This design comes from an exercise in tuning for small area, a short achievable clock period and few clock cycles per item on the open sky130 flow, not from production work.
Only simulation tests tie the RTL to the original design; equivalence was not proved.

==> flow/design.v <==
module nbs_decode (
    input  wire [5:0] fh,      
    input  wire [7:0] x,
    output wire [7:0] m,
    output wire [4:0] e,
    output wire       sgn,     
    output wire       sgn_fp,  
    output wire       nan,
    output wire       inf,
    output wire       zero
);
    wire f3 = fh[0], f4 = fh[1], f5 = fh[2], f6 = fh[3], f7 = fh[4], f8 = fh[5];
    wire [4:0] ex = ({5{f3}} & {1'b0, x[6:3]}) |
                    ({5{f4}} & x[6:2]) |
                    ({5{f5}} & {2'b0, x[4:2]}) |
                    ({5{f6}} & {3'b0, x[4:3]}) |
                    ({5{f7}} & {3'b0, x[2:1]});
    wire       nz = |ex;
    wire [3:0] sig = ({4{f3 | f6}} & {nz, x[2:0]}) |
                     ({4{f4 | f5}} & {1'b0, nz, x[1:0]}) |
                     ({4{f7}}      & {2'b0, nz, x[0]});
    assign sgn    = (f5 | f6) ? x[5] : f7 ? x[3] : x[7];
    assign sgn_fp = sgn & ~f8;
    assign nan    = (f3 & (x[6:0] == 7'h7f)) | (f4 & (x[6:2] == 5'h1f) & (x[1:0] != 2'd0));
    assign inf    = f4 & (x[6:2] == 5'h1f) & (x[1:0] == 2'd0);
    wire [4:0] off = ({5{f3}} & 5'd14) | ({5{f5}} & 5'd23) | ({5{f6}} & 5'd26) |
                     ({5{f7}} & 5'd28) | ({5{f8}} & 5'd24);
    assign e      = (nz ? ex - 5'd1 : 5'd0) + off;
    assign m      = f8 ? x : {4'd0, sig};
    assign zero   = (m == 8'd0);
endmodule
module nbs_lane (
    input  wire [5:0]  fha,
    input  wire [5:0]  fhb,
    input  wire [7:0]  a,
    input  wire [7:0]  b,
    input  wire        en,
    output wire [15:0] p,
    output wire [5:0]  sh,
    output wire        p_nan,
    output wire        p_pinf,
    output wire        p_ninf,
    output wire        p_inv,
    output wire        p_negzero    
);
    wire [7:0] ma, mb;
    wire [4:0] ea, eb;
    wire       sa, sb, fsa, fsb, na, nb, ia, ib, za, zb;
    nbs_decode u_da (.fh(fha), .x(a), .m(ma), .e(ea), .sgn(sa), .sgn_fp(fsa), .nan(na), .inf(ia), .zero(za));
    nbs_decode u_db (.fh(fhb), .x(b), .m(mb), .e(eb), .sgn(sb), .sgn_fp(fsb), .nan(nb), .inf(ib), .zero(zb));
    wire psgn     = sa ^ sb;
    wire any_nan  = na | nb;
    wire any_inf  = ia | ib;
    wire inf_zero = !any_nan & ((ia & zb) | (ib & za));
    wire special  = any_nan | any_inf;
    wire keep     = en & !special;
    wire [7:0] y    = mb & {8{keep}};
    wire       flip = keep & (fsa ^ fsb);
    wire [8:0] ax   = {ma[7], ma};
    wire [9:0] yb   = {y[7], y, 1'b0};
    wire [15:0] r [0:3];
    wire [3:0]  ng;
    genvar i;
    generate
        for (i = 0; i < 4; i = i + 1) begin : g_pp
            wire one = yb[2*i+1] ^ yb[2*i];
            wire two = (yb[2*i+2] & ~yb[2*i+1] & ~yb[2*i]) | (~yb[2*i+2] & yb[2*i+1] & yb[2*i]);
            assign ng[i] = yb[2*i+2] ^ flip;
            wire [9:0] row = (({10{one}} & {ax[8], ax}) | ({10{two}} & {ax, 1'b0})) ^ {10{ng[i]}};
            assign r[i] = {{6{row[9]}}, row} << (2*i);
        end
    endgenerate
    assign p  = r[0] + r[1] + r[2] + r[3] + {9'd0, ng[3], 1'b0, ng[2], 1'b0, ng[1], 1'b0, ng[0]};
    assign sh = {1'b0, ea} + {1'b0, eb};
    assign p_nan     = en & (any_nan | inf_zero);
    assign p_inv     = en & inf_zero;
    assign p_pinf    = en & !any_nan & !inf_zero & any_inf & !psgn;
    assign p_ninf    = en & !any_nan & !inf_zero & any_inf &  psgn;
    assign p_negzero = !en | (!special & (za | zb) & psgn);
endmodule
module nbs_to_a56 (
    input  wire        s,
    input  wire [68:0] x,
    input  wire [3:0]  n,
    input  wire [10:0] ebase,      
    input  wire        f_nan,
    input  wire        f_pinf,
    input  wire        f_ninf,
    input  wire        f_negzero,
    output reg  [55:0] a56
);
    wire [7:0] t8 = x[68:61] ^ {8{s}};
    reg  [2:0] lz;
    always @(*) begin
        casez (t8)
            8'b1???????: lz = 3'd0;
            8'b01??????: lz = 3'd1;
            8'b001?????: lz = 3'd2;
            8'b0001????: lz = 3'd3;
            8'b00001???: lz = 3'd4;
            8'b000001??: lz = 3'd5;
            8'b0000001?: lz = 3'd6;
            default:     lz = 3'd7;
        endcase
        if (n[3] && lz > 3'd4)
            lz = 3'd4;
    end
    wire [68:0] nn    = x << lz;
    wire [44:0] w     = nn[68:24] ^ {45{s}};
    wire        g     = nn[23];
    wire        z     = |nn[22:0];
    wire        inc   = s ? (~g | (~z & w[0])) : (g & (z | w[0]));
    wire [45:0] rw    = {1'b0, w} + {45'd0, inc};
    wire        carry = rw[45];
    wire [10:0] expo  = ebase - {4'd0, n, 3'd0} - {8'd0, lz} + {10'd0, carry};
    wire        zero  = ~s & ~nn[68];
    always @(*) begin
        if (f_nan || (f_pinf && f_ninf))
            a56 = 56'h7F_F800_0000_0000;
        else if (f_pinf)
            a56 = 56'h7F_F000_0000_0000;
        else if (f_ninf)
            a56 = 56'hFF_F000_0000_0000;
        else if (zero)
            a56 = {f_negzero, 55'd0};
        else
            a56 = {s, expo, rw[43:0]};
    end
endmodule
module nbs_top (
    input  wire        clk,
    input  wire        rst,
    input  wire        in_valid,
    output reg         in_ready,
    input  wire [3:0]  in_fmt_a,
    input  wire [3:0]  in_fmt_b,
    input  wire [31:0] in_a,
    input  wire [31:0] in_b,
    input  wire [3:0]  in_lanes,
    input  wire        in_last,
    output reg         out_valid,
    input  wire        out_ready,
    output reg  [55:0] out_sum,
    output reg         out_invalid
);
    function [5:0] onehot(input [3:0] f);
        onehot = {f == 4'h8, f == 4'h7, f == 4'h6, f == 4'h5, f == 4'h4, f == 4'h3};
    endfunction
    function [5:0] lsb_exp(input [3:0] f);
        case (f)
            4'h3:    lsb_exp = 6'd23;    
            4'h4:    lsb_exp = 6'd16;
            4'h5:    lsb_exp = 6'd27;
            4'h6:    lsb_exp = 6'd29;
            4'h7:    lsb_exp = 6'd29;
            default: lsb_exp = 6'd24;
        endcase
    endfunction
    wire take = in_valid & in_ready & !rst;
    reg [31:0] a0, b0;
    reg [3:0]  fa0, fb0, ln0;
    reg [5:0]  fha, fhb;
    reg        last0;
    always @(posedge clk) begin
        a0    <= in_a;
        b0    <= in_b;
        fa0   <= in_fmt_a;
        fb0   <= in_fmt_b;
        fha   <= onehot(in_fmt_a);
        fhb   <= onehot(in_fmt_b);
        ln0   <= in_lanes & {4{take}};
        last0 <= in_last & take;
    end
    wire [15:0] p  [0:3];
    wire [5:0]  sh [0:3];
    wire [3:0]  l_nan, l_pinf, l_ninf, l_inv, l_negzero;
    genvar g;
    generate
        for (g = 0; g < 4; g = g + 1) begin : g_lane
            nbs_lane u_lane (
                .fha(fha), .fhb(fhb),
                .a(a0[8*g +: 8]), .b(b0[8*g +: 8]), .en(ln0[g]),
                .p(p[g]), .sh(sh[g]),
                .p_nan(l_nan[g]), .p_pinf(l_pinf[g]), .p_ninf(l_ninf[g]),
                .p_inv(l_inv[g]), .p_negzero(l_negzero[g])
            );
        end
    endgenerate
    reg [15:0] p1 [0:3];
    reg [5:0]  sh1 [0:3];
    reg        v1, last1, nan1, pinf1, ninf1, inv1, negzero1;
    reg [10:0] eb1;
    integer i;
    always @(posedge clk) begin
        for (i = 0; i < 4; i = i + 1) begin
            p1[i]  <= p[i];
            sh1[i] <= sh[i];
        end
        v1       <= !rst & (|ln0);
        last1    <= !rst & last0;
        nan1     <= |l_nan;
        pinf1    <= |l_pinf;
        ninf1    <= |l_ninf;
        inv1     <= |l_inv;
        negzero1 <= &l_negzero;
        eb1      <= 11'd1091 - lsb_exp(fa0) - lsb_exp(fb0);
    end
    reg  [69:0] beat;
    integer j;
    always @(*) begin
        beat = 70'd0;
        for (j = 0; j < 4; j = j + 1)
            beat = beat + ({{54{p1[j][15]}}, p1[j]} << sh1[j]);
    end
    reg         open2;       
    reg         done2;       
    reg  [69:0] acc;
    reg         nan2, pinf2, ninf2, inv2, negzero2;
    reg  [10:0] eb2;
    reg         cv_full;
    wire        cv_step;
    wire        cv_move = cv_full & !cv_step & !out_valid;
    wire        a_move  = done2 & !cv_full;
    wire        keep    = open2 | (done2 & cv_full);
    always @(posedge clk) begin
        acc      <= (keep ? acc : 70'd0) + beat;
        nan2     <= (keep & nan2)  | nan1;
        pinf2    <= (keep & pinf2) | pinf1;
        ninf2    <= (keep & ninf2) | ninf1;
        inv2     <= (keep & inv2)  | inv1;
        negzero2 <= (!keep | negzero2) & negzero1;
        if (v1 & last1)
            eb2 <= eb1;
        if (rst) begin
            open2 <= 1'b0;
            done2 <= 1'b0;
        end else begin
            if (v1)
                open2 <= !last1;
            done2 <= (v1 & last1) | (done2 & !a_move);
        end
    end
    reg         cv_s, cv_nan, cv_pinf, cv_ninf, cv_inv, cv_negzero;
    reg  [68:0] cv_x;
    reg  [3:0]  cv_n;
    reg  [10:0] cv_eb;
    assign      cv_step = (cv_x[68:61] == {8{cv_s}}) & !cv_n[3];
    always @(posedge clk) begin
        if (a_move) begin
            cv_s       <= acc[69];
            cv_x       <= acc[68:0];
            cv_n       <= 4'd0;
            cv_eb      <= eb2;
            cv_nan     <= nan2;
            cv_pinf    <= pinf2;
            cv_ninf    <= ninf2;
            cv_inv     <= inv2;
            cv_negzero <= negzero2;
        end else if (cv_step) begin
            cv_x       <= {cv_x[60:0], 8'd0};
            cv_n       <= cv_n + 4'd1;
        end
        if (rst)
            cv_full <= 1'b0;
        else
            cv_full <= a_move | (cv_full & !cv_move);
    end
    wire [55:0] a56;
    nbs_to_a56 u_cvt (
        .s(cv_s), .x(cv_x), .n(cv_n), .ebase(cv_eb),
        .f_nan(cv_nan), .f_pinf(cv_pinf), .f_ninf(cv_ninf), .f_negzero(cv_negzero),
        .a56(a56)
    );
    always @(posedge clk) begin
        if (cv_move) begin
            out_sum     <= a56;
            out_invalid <= cv_inv | (!cv_nan & cv_pinf & cv_ninf);
        end
        if (rst)
            out_valid <= 1'b0;
        else
            out_valid <= cv_move | (out_valid & !out_ready);
    end
    reg  [1:0] pend;
    wire [1:0] pend_nx = pend + {1'b0, take & in_last} - {1'b0, cv_move};
    always @(posedge clk) begin
        if (rst) begin
            pend     <= 2'd0;
            in_ready <= 1'b1;
        end else begin
            pend     <= pend_nx;
            in_ready <= (pend_nx < 2'd2);
        end
    end
endmodule
==> flow/run.sh <==
#!/bin/bash
# synth_recipe.tcl (not shown) runs the flow's synth.tcl, then flattens the netlist and writes it again
# the make line also repeats each setting of config.mk as NAME=value (left out here)
make -C /OpenROAD-flow-scripts/flow DESIGN_CONFIG=/design/flow/config.mk WORK_HOME=/design/flow/orfs CLKGATE_MAP_FILE= SYNTH_SCRIPT=/design/flow/synth_recipe.tcl finish
==> flow/config.mk <==
export PLATFORM = sky130hd
export DESIGN_NAME = nbs_top
export DESIGN_NICKNAME = nbs_top
export VERILOG_FILES = /design/flow/design.v
export SDC_FILE = /design/flow/constraint.sdc
export NUM_CORES = 4
export LEC_CHECK = 0
export CAP_MARGIN = 20
export CORE_MARGIN = 2
export CORE_UTILIZATION = 40
export SLEW_MARGIN = 20
==> flow/constraint.sdc <==
create_clock -name core_clock -period 25.0 [get_ports {clk}]
set_input_delay 5.0000 -clock core_clock [delete_from_list [all_inputs] [get_ports {clk}]]
set_output_delay 5.0000 -clock core_clock [all_outputs]
set_load 0.01 [all_outputs]
==> flow_summary.yaml <==
route:
  route.met2.wl_um: 70100
  route.detailed.drc: 0
  routed.top_layer: "met5"
  via_per_inst: 5.69
  wl_per_cell_um: 21.7
  drtIter0Drc: 3306
  drtPass1Iterations: 9
  drt-met1-wl_um: 63800
  dr_wl_met3_um: 7620
  drt-total-wl_um: 150000
  ant_nets: 0
  via_count: 39538
synthesis:
  ys_seq_area_frac: 0.218
  yosys.area.top_type_share: 0.122
  ys_dominant_reg_cell: "dfxtp_1"
  ys_types: 107
  synth_area_leaders: "dfxtp_1 12%, fa_1 12%, edfxtp_1 9.6%"
  ys_ff_latch: 420
  post-synth-top-area-cell: "dfxtp_1"
  syn_nets: 6116
  synth_cells: 5467
  syn_area_per_cell_sq_um: 8.28
  async_reset_ff_frac: 0
  yosysWarnings: 7
  synth_edf_count: 144
  synthesis.area_sq_mm: 0.0453
clock_network:
  post_cts_buffers: 0
  cts_tree: "done"
  cts_buffers: 49
  ctsRootBufferMaster: "clkbuf_16"
  clkTransAtPathRegs_ns: 0.07
  clock_sinks: 420
  cts_max_level: 2
  cts_buffer_depth: 3
  clock_latency_ns: 0.65
  cts-resized-gates: 0
  ctsHoldBuffers: 0
place:
  placedInstanceArea_sq_mm: 0.0477
  port_buffers: 139
  gp_congestion: 1.02
  place_ws_ns: 16.77
  hpwlAfterDp_um: 122000
  place_inst: 6850
global_routing:
  antenna_found_initial: 3
  grtUsageTotal: 0.252
  grt_pass1_vias: 38033
  overflow: 0
  grt_max_degree: 91
  grt_pass1_wl_um: 229000
cells_and_area:
  nNetsFinal: 6050
  fillCellCount: 11279
  layout-drive-gt1-share: 0.0527
  mostFrequentLayoutCell: "nand2_1"
  area_growth_pct: 9.09
  fin_cells: 6943
  final_cell_mix: "612 x nand2_1, 422 x nor2_1, 407 x a21oi_1"
  final_area_sq_mm: 0.0494
  postLayoutCoreUtil: 0.440
sta:
  post-route-min-period_ns: 8.32
  tns_ns: 0
  fin_skew_ns: 0.0350
  slew_violations: 0
  hold_slack_ns: 0.401
  setup_violations: 0
  worstMarginPinSlew_ns: 1.15
  layout_setup_ws_ns: 16.68
  post-route-period-util: 0.333
  fmax_mhz: 120
  rsz0062_at_grt: "false"
  relSlewSlack: 0.232
  finalHoldViolCount: 0
floorplan:
  die-area_sq_mm: 0.116
  rows: 123
  start_util: 0.403
  core_sq_mm: 0.112
  die_h_um: 340
  io-pin-count: 140
  fp.dieW_um: 340
setup_path:
  cp_max_fo: 22
  cp_data_required_time_ns: 25.58
  crit_start: "sh1[0][0]"
  path_class: "register to register"
  r2r_setup_slack_ns: 16.68
  start_kind: "register"
  cp-end-kind: "register"
  r2r_cells: 24
  r2r-end: "acc[65]"
  arrival_ns: 8.89
  r2r-start: "sh1[0][0]"
hold_path:
  hold_depth: 1
  holdPathEnd: "pinf2"
  hp-class: "register to register"
  min_from: "pinf1"
outcome:
  status: "complete, no violations"
job:
  drv_cap: 0
==> layer usage <==
layer	up-vias	global-route usage
li1	19010	-
met1	18758	0.325
met2	1447	0.418
met3	321	0.0247
met4	2	0.133
met5	-	0
==> cells in the mapped netlist (all sizes together) (16+ instances only) <==
cell type	instances
fa	265
nor3	83
nor4	22
nand2	615
inv	383
edfxtp	144
and2	116
mux2i	130
buf	73
o22a	17
o21a	47
nand4	37
a22o	31
nor2	423
dfxtp	276
a222oi	16
o21bai	49
a21boi	19
xnor2	328
nand3	143
nand2b	70
a21oi	409
o21ai	225
xor2	124
or3	24
o22ai	104
clkbuf	230
a21o	135
ha	303
a31oi	72
o211ai	26
or2	46
a211oi	50
and3	40
nor2b	86
mux4	32
mux2	21
a22oi	49
==> registers in the layout, summed over array words and instances (netlist names), 24 cells and up <==
name,cells
acc,70
a0,32
p1,64
b0,32
cv_x,69
sh1,24
out_sum,56
==> cell families (layout without fill, tap and decap cells) <==
| logic type | after synthesis | in the layout | share of synthesized area |
|---|---|---|---|
| AO/OA/AOI/OAI | 1394 | 1394 | 0.201 |
| XOR/XNOR | 453 | 453 | 0.0880 |
| adder cells (fa/ha/maj) | 568 | 568 | 0.201 |
| buffers and inverters | 690 | 665 | 0.0592 |
| flip-flops | 420 | 420 | 0.218 |
| multiplexers | 183 | 183 | 0.0501 |
| other | 0 | 1 | 0 |
| AND/OR/NAND/NOR | 1759 | 1759 | 0.183 |
==> final cells by class <==
cell class	instances	area, sq um	share of cell area
clock inverters	24	287	0.00580
repair buffers	186	1740	0.0353
diodes	1	2.50	0.0000507
clock buffers	68	1380	0.0279
inverters	387	1450	0.0294
well taps	1500	1880	0.0380
multi-input cells	4357	32800	0.664
flip-flops and latches	420	9860	0.200
==> critical path, stage by stage, from the launching register on <==
cell and delay, ns:
dfxtp_1 0.93, mux2i_1 0.25, nor4_1 0.61, nand2_1 0.28
fa_1 0.68, inv_1 0.08, fa_1 0.49, inv_1 0.05
fa_1 0.42, inv_1 0.06, ha_1 0.17, inv_1 0.07
fa_1 0.46, nor2b_1 0.16, o31a_1 0.24, o21bai_1 0.16
a211oi_1 0.29, nor3_1 0.18, o31ai_1 0.65, a41oi_1 0.33
o31a_1 0.43, o21ai_0 0.54, a21boi_0 0.30, o21ai_0 0.26
xor2_1 0.17
==> worst max-delay path by stage <==
| stage | endpoint | slack (ns) | cells after the start |
|---|---|---|---|
| global placement | p1[2][15] | 16.79 | 32 |
| CTS | acc[65] | 16.76 | 25 |
| floorplan | in_ready | 17.67 | 13 |
| finish | acc[65] | 16.68 | 24 |
| detailed placement | acc[65] | 16.77 | 25 |
| global route | p1[2][15] | 16.00 | 33 |
Testbench counts, summed over its fixed seeds: cycles 30,744, blocks 4,000.

[afterwards: timing with drivers on the ports]
The flow's constraints put no driver on any port. The routed layout listed below was extracted and timed again, unchanged, in two steps. Step 1, drivers: a clkbuf_16 drives clk and a buf_2 each remaining input, both assumed. Step 2 moves the port delays by t, midway between the first and last clock arrival at a register: inputs arrive t later, outputs are due t later. That takes back most of the time a late clock gives input paths. Slacks: no drivers / after step 1 / after step 2; pairs: no drivers / after step 1.
t (ns): 0.712
setup slack, ns: 16.685 / 16.685 / 16.685
worst hold slack (ns): 0.401 / 0.401 / 0.401
After both steps setup and hold are still met in this run. The setup slack of this run moves by 0.000 ns with the drivers and by 0.000 ns with both steps.
